This design comes from an exercise in tuning for small area, a short achievable clock period and few clock cycles per item on the open sky130 flow, not from production work. Function was checked by simulation only, so behaviour that the tests miss may differ from the original.

==> design/flow/design.v <==
module serac_cascade (
    input  wire        clk,
    input  wire        rst,         
    input  wire        cfg_we,
    input  wire [5:0]  cfg_addr,    
    input  wire [31:0] cfg_data,
    input  wire        clr_state,   
    input  wire        in_valid,
    output wire        in_ready,
    input  wire [31:0] in_x,
    output reg         out_valid,
    output reg  [31:0] out_y
);
    localparam [1:0] S_IDLE = 2'd0, S_A = 2'd1, S_B = 2'd2;
    reg [31:0] b0 [0:7];
    reg [31:0] b1 [0:7];
    reg [31:0] b2 [0:7];
    reg [31:0] a1 [0:7];
    reg [31:0] a2 [0:7];
    reg [2:0]  shift [0:7];
    reg [2:0]  last_sec;            
    reg [47:0] s1 [0:7];
    reg [47:0] s2 [0:7];
    reg [1:0]  state;
    reg [2:0]  sec;
    reg [31:0] x_r;                 
    reg [31:0] y_r;                 
    reg [61:0] pb1_r;               
    reg [61:0] pb2_r;               
    assign in_ready = (state == S_IDLE);
    localparam signed [65:0] ACC_MAX = 66'sh0_7FFF_FFFF_FFFF_FFFF;
    localparam signed [65:0] ACC_MIN = -66'sh0_8000_0000_0000_0000;
    function signed [63:0] sat_acc(input signed [65:0] v);
        if (v > ACC_MAX)
            sat_acc = ACC_MAX[63:0];
        else if (v < ACC_MIN)
            sat_acc = ACC_MIN[63:0];
        else
            sat_acc = v[63:0];
    endfunction
    function signed [31:0] rnd_sig(input signed [63:0] acc);
        reg signed [64:0] t;
        reg signed [36:0] q;
        begin
            t = {acc[63], acc} + 65'sd134217728 - {64'd0, acc[63]};
            q = t[64:28];
            if (q > 37'sh0_7FFF_FFFF)
                rnd_sig = 32'h7FFF_FFFF;
            else if (q < -37'sh0_8000_0000)
                rnd_sig = 32'h8000_0000;
            else
                rnd_sig = q[31:0];
        end
    endfunction
    function signed [47:0] rnd_state(input signed [63:0] acc);
        reg signed [64:0] t;
        reg signed [48:0] q;
        begin
            t = {acc[63], acc} + 65'sd32768 - {64'd0, acc[63]};
            q = t[64:16];
            if (q > 49'sh0_7FFF_FFFF_FFFF)
                rnd_state = 48'h7FFF_FFFF_FFFF;
            else if (q < -49'sh0_8000_0000_0000)
                rnd_state = 48'h8000_0000_0000;
            else
                rnd_state = q[47:0];
        end
    endfunction
    wire signed [38:0] x_sh = $signed({{7{x_r[31]}}, x_r}) <<< shift[sec];
    wire signed [31:0] xs   = (x_sh > 39'sh0_7FFF_FFFF)  ? 32'sh7FFF_FFFF :
                              (x_sh < -39'sh0_8000_0000) ? -32'sh8000_0000 :
                              x_sh[31:0];
    wire signed [63:0] prod_b0 = $signed(b0[sec]) * xs;
    wire signed [63:0] prod_b1 = $signed(b1[sec]) * xs;
    wire signed [63:0] prod_b2 = $signed(b2[sec]) * xs;
    wire signed [65:0] sum_y = $signed(prod_b0[63:2]) +
                               $signed({s1[sec], 16'd0});
    wire signed [31:0] y_new = rnd_sig(sat_acc(sum_y));
    wire signed [63:0] prod_a1 = $signed(a1[sec]) * $signed(y_r);
    wire signed [63:0] prod_a2 = $signed(a2[sec]) * $signed(y_r);
    wire signed [65:0] sum_s1 = $signed(pb1_r) - $signed(prod_a1[63:2]) +
                                $signed({s2[sec], 16'd0});
    wire signed [65:0] sum_s2 = $signed(pb2_r) - $signed(prod_a2[63:2]);
    wire signed [47:0] s1_new = rnd_state(sat_acc(sum_s1));
    wire signed [47:0] s2_new = rnd_state(sat_acc(sum_s2));
    always @(posedge clk) begin
        if (cfg_we) begin
            case (cfg_addr[2:0])
                3'd0: b0[cfg_addr[5:3]] <= cfg_data;
                3'd1: b1[cfg_addr[5:3]] <= cfg_data;
                3'd2: b2[cfg_addr[5:3]] <= cfg_data;
                3'd3: a1[cfg_addr[5:3]] <= cfg_data;
                3'd4: a2[cfg_addr[5:3]] <= cfg_data;
                3'd5: shift[cfg_addr[5:3]] <= cfg_data[10:8];
                default: ;
            endcase
        end
    end
    always @(posedge clk) begin
        if (rst)
            last_sec <= 3'd0;
        else if (cfg_we && cfg_addr[2:0] == 3'd7)
            last_sec <= cfg_data[2:0];
    end
    integer i;
    always @(posedge clk) begin
        if (rst || clr_state) begin
            for (i = 0; i < 8; i = i + 1) begin
                s1[i] <= 48'd0;
                s2[i] <= 48'd0;
            end
        end else if (state == S_B) begin
            s1[sec] <= s1_new;
            s2[sec] <= s2_new;
        end
    end
    always @(posedge clk) begin
        if (rst) begin
            state     <= S_IDLE;
            sec       <= 3'd0;
            out_valid <= 1'b0;
            out_y     <= 32'd0;
        end else begin
            out_valid <= 1'b0;
            case (state)
                S_IDLE: begin
                    if (in_valid) begin
                        x_r   <= in_x;
                        sec   <= 3'd0;
                        state <= S_A;
                    end
                end
                S_A: begin
                    y_r   <= y_new;
                    pb1_r <= prod_b1[63:2];
                    pb2_r <= prod_b2[63:2];
                    state <= S_B;
                end
                S_B: begin
                    if (sec == last_sec) begin
                        out_y     <= y_r;
                        out_valid <= 1'b1;
                        state     <= S_IDLE;
                    end else begin
                        x_r   <= y_r;
                        sec   <= sec + 3'd1;
                        state <= S_A;
                    end
                end
                default: state <= S_IDLE;
            endcase
        end
    end
endmodule
==> design/flow/run.sh <==
#!/bin/bash
# synth_recipe.tcl (not shown) runs the flow's synth.tcl, then flattens the netlist and writes it again
# the make line also repeats each setting of config.mk as NAME=value (left out here)
make -C /OpenROAD-flow-scripts/flow DESIGN_CONFIG=/design/flow/config.mk WORK_HOME=/design/flow/orfs CLKGATE_MAP_FILE= SYNTH_SCRIPT=/design/flow/synth_recipe.tcl finish
==> design/flow/config.mk <==
export PLATFORM = sky130hd
export DESIGN_NAME = serac_cascade
export DESIGN_NICKNAME = serac_cascade
export VERILOG_FILES = /design/flow/design.v
export SDC_FILE = /design/flow/constraint.sdc
export NUM_CORES = 8
export LEC_CHECK = 0
export CAP_MARGIN = 20
export CORE_MARGIN = 2
export CORE_UTILIZATION = 40
export PLACE_DENSITY = 0.6
export SETUP_SLACK_MARGIN = 0.5
export SLEW_MARGIN = 20
==> design/flow/constraint.sdc <==
create_clock -name core_clock -period 20.0 [get_ports {clk}]
set_input_delay 4.0000 -clock core_clock [delete_from_list [all_inputs] [get_ports {clk}]]
set_output_delay 4.0000 -clock core_clock [all_outputs]
set_load 0.01 [all_outputs]
==> flow_summary.yaml <==
outcome:
  outcome: "timing/DRC/antenna clean"
synthesis:
  async_flop_share_pct: 0
  synthDistinctLibCells: 119
  yosysTopAreaCellShare_pct: 37.7
  synth_area_leader_cell: "fa_1"
  ys_seq_area_share_pct: 23.7
  avgSynthCellArea_sq_um: 10.4
  yosysMostFrequentCell: "inv_1"
  syn-instance-count: 27759
  synth_area_sq_mm: 0.290
  synth_edf_count: 2260
  yosys-top-cells-count: "inv_1, fa_1, nand2_1"
  yosys_register_bits: 2304
  yosysWarnings: 1
  synth.area.top_cells: "fa_1, edfxtp_1, inv_1"
  ys.flop_type: "edfxtp_1"
  synth_nets: 34580
drt:
  num_vias: 204068
  ant_nets: 0
  drt-total-wl_um: 979000
  drtPass1Iterations: 9
  vias_per_cell: 5.48
  drt_iter0_drc: 19527
  drc: 0
  wl_per_cell_um: 26.3
layout:
  drive_gt1_share_pct: 7.86
  multi_input_area_sq_mm: 0.196
  utilization_pct: 43.3
  postLayoutCellArea_sq_mm: 0.313
  area_delta_synth_final_pct: 7.81
  regArea_sq_mm: 0.0688
  nFillCells: 68367
  nets: 34219
placement:
  place.gp.congestion: 0.984
  io_buffer_count: 108
  dpl.hpwl_um: 752000
  dpl-instance-area_sq_mm: 0.304
clock_tree:
  cts.root.buffer_cell: "clkbuf_16"
  clkSlewWorstSetupHoldPaths_ps: 70
  htree_levels: 4
  cts_buffer_depth: 4
  clock_sink_count: 2304
  cts_buffers: 244
  cts_tree: "done"
  insertion_delay_ps: 1060
floorplan:
  initial_core_util_pct: 40.1
  num_rows: 312
  core_sq_mm: 0.722
  die_w_um: 855
  dieHeight_um: 855
  io_pins: 109
  dieArea_sq_mm: 0.732
setup_path:
  rr_worst_depth: 73
  r2r-end: "y_r[4]$_SDFFCE_PN1P_"
  crit_buf_inv: 13
  crit_end: "y_r[4]$_SDFFCE_PN1P_"
  cp_common_cell: "ha_1"
  cp-start-kind: "flop"
  crit_path_end_kind: "flop"
  worst-r2r-setup-slack_ps: 970
  arrival_ps: 19730
  path_class: "reg2reg"
  critical_path_peak_fanout: 32
  slowest_stage: "o311ai_2"
  critical_path.top_delay_family: "compound AO/OA/AOI/OAI gates"
  slowest_delay_ps: 720
  critPathRequiredTime_ps: 20710
  cp.depth: 73
timing:
  finClkSkew_ps: 110
  worst_slew_margin_rel_pct: 16.3
  period_share_pct: 95.1
  worstMarginPinSlew_ps: 1230
  fmax_mhz: 52.6
  whs_ps: 453
  setup_viol: 0
  finalCriticalPeriod_ps: 19030
  hold_violations: 0
  rsz0062_at_grt: "true"
  final_max_slew_viol_count: 0
global_route:
  grt_overflow: 0
  track_usage_pct: 26.9
  grt_antenna_before_repair: 73
  grt_pass1_vias: 214943
  grt_max_degree: 75
  grt_first_pass_wirelength_um: 1440000
min_path:
  hp-class: "reg2reg"
flow_run:
  cap_violations: 0
layout make-up:
| type | count | area share, % |
|---|---|---|
| flip-flops and latches | 2304 | 22.0 |
| clock inverters | 131 | 0.410 |
| well taps | 9577 | 3.83 |
| inverters | 5825 | 7.00 |
| multi-input cells | 18288 | 62.6 |
| diodes | 37 | 0.0296 |
| clock buffers | 318 | 2.09 |
| repair buffers | 735 | 2.04 |
per-layer routing:
layer / part of all wire [%] / vias up / global-route usage (%)
li1: - / 85084 / -
met1: 39 / 107274 / 35.7
met2: 45 / 9761 / 41.6
met3: 10 / 1915 / 6.53
met4: 5.8 / 34 / 12.7
met5: 0.022 / - / 0
placed cells by master, fill, tap and decap left out, types with 27 or more instances in the layout:
master / Yosys / routed
nor2b_1: 153 / 150
o21a_1: 107 / 97
ha_1: 1285 / 1285
buf_4: 30 / 580
a21o_1: 444 / 444
o21ai_0: 403 / 400
nor2_4: 10 / 52
mux4_2: 518 / 518
o21ai_4: 1 / 27
nor2_1: 2120 / 2075
xnor2_1: 404 / 395
or2_2: 86 / 86
clkinv_1: 0 / 46
and3_1: 80 / 80
a21oi_1: 699 / 693
a211oi_1: 51 / 49
mux2i_2: 0 / 50
mux2_2: 248 / 242
nand2b_1: 134 / 133
clkinv_2: 0 / 31
a31oi_1: 78 / 65
or3_1: 40 / 40
o211ai_1: 36 / 36
nand4_1: 98 / 98
nand3_1: 128 / 128
clkbuf_1: 1091 / 64
buf_12: 0 / 47
edfxtp_1: 2260 / 2260
nand2_1: 4199 / 4180
dfxtp_1: 44 / 41
xor2_1: 207 / 206
nor3_1: 97 / 93
clkbuf_16: 0 / 250
clkdlybuf4s50_1: 0 / 75
fa_1: 5461 / 5460
inv_1: 5821 / 5819
diode_2: 0 / 37
mux2i_1: 152 / 92
and2_1: 474 / 474
o21bai_1: 99 / 99
how the worst min path moves through the flow:
| stage | startpoint | end | slack (ps) | depth (start not counted) |
|---|---|---|---|---|
| 2_1_floorplan | out_y[0]$_SDFFE_PP0P_ | out_y[0]$_SDFFE_PP0P_ | 480 | 2 |
| 3_3_place_gp | out_y[26]$_SDFFE_PP0P_ | out_y[26]$_SDFFE_PP0P_ | 440 | 2 |
| 3_5_place_dp | out_y[31]$_SDFFE_PP0P_ | out_y[31]$_SDFFE_PP0P_ | 450 | 2 |
| 4_1_cts | out_y[31]$_SDFFE_PP0P_ | out_y[31]$_SDFFE_PP0P_ | 450 | 2 |
| 5_1_grt | out_y[23]$_SDFFE_PP0P_ | out_y[23]$_SDFFE_PP0P_ | 470 | 2 |
| 6_report | out_y[23]$_SDFFE_PP0P_ | out_y[23]$_SDFFE_PP0P_ | 450 | 2 |
state kept, by name (all words and copies together), names as in the netlist, 256 cells and up, named ones only:
name,cells
a1,256
a2,256
b0,256
b1,256
b2,256
s1,384
s2,384
worst reg2reg max path: cells and delay by family (launching register included):
kind / cells / cell delay, ps
xor+xnor: 1 / 260
simple gates: 12 / 2180
flops: 1 / 540
mux: 5 / 1420
compound gates: 31 / 7960
fa+ha+maj: 11 / 4030
buf+inv: 13 / 2330
cell families after synthesis:
family,Yosys count,share of synthesized area (%)
buffers and inverters,7167,9.36
adders and majority gates,6760,43.3
muxes,923,5.53
DFF,2304,23.7
xor gates and xnor gates,614,1.86
and+or+nand+nor,7734,11.2
AOI/OAI and AO/OA,2257,5.02
metrics by stage:
step	TNS (ps)	instances	setup slack (ps)
after floorplan	0	27759	2240
after global placement	-9920	36692	-339
after detailed placement	0	36697	185
after CTS	0	37151	507
after global routing	0	37187	315
final	0	37215	973
timing repair:
item	4_1_cts	5_1_grt
setup endpoints to repair	262	723
gates cloned	0	1
pin swaps	0	10
hold buffers	0	0
buffers inserted	5	22
gates resized for setup	1	75
Testbench counts, summed over its fixed seeds: cycles 36,752, items 3,840.

what the ideal ports hide:
Ports are ideal in the flow. The routed layout listed here was re-timed in OpenROAD. Step 1 assumes that a clkbuf_16 drives the clock port and a buf_2 every other input. Step 2 adds t to the input delays and takes it off the output delays; t is the mean of the earliest and latest rising clock arrival at the registers after step 1. Input paths then give back, and output paths get back, about the clock's delay inside the block. Three values: ideal, step 1, step 2; two values: the first two.
t (ns): 1.125
slack for setup (ns): 0.973 / 0.973 / 0.973
cell pins on the clock port's net: 1
After both steps this run still meets setup and hold. The setup slack of this run moves by 0.000 ns with the drivers and by 0.000 ns with both steps.
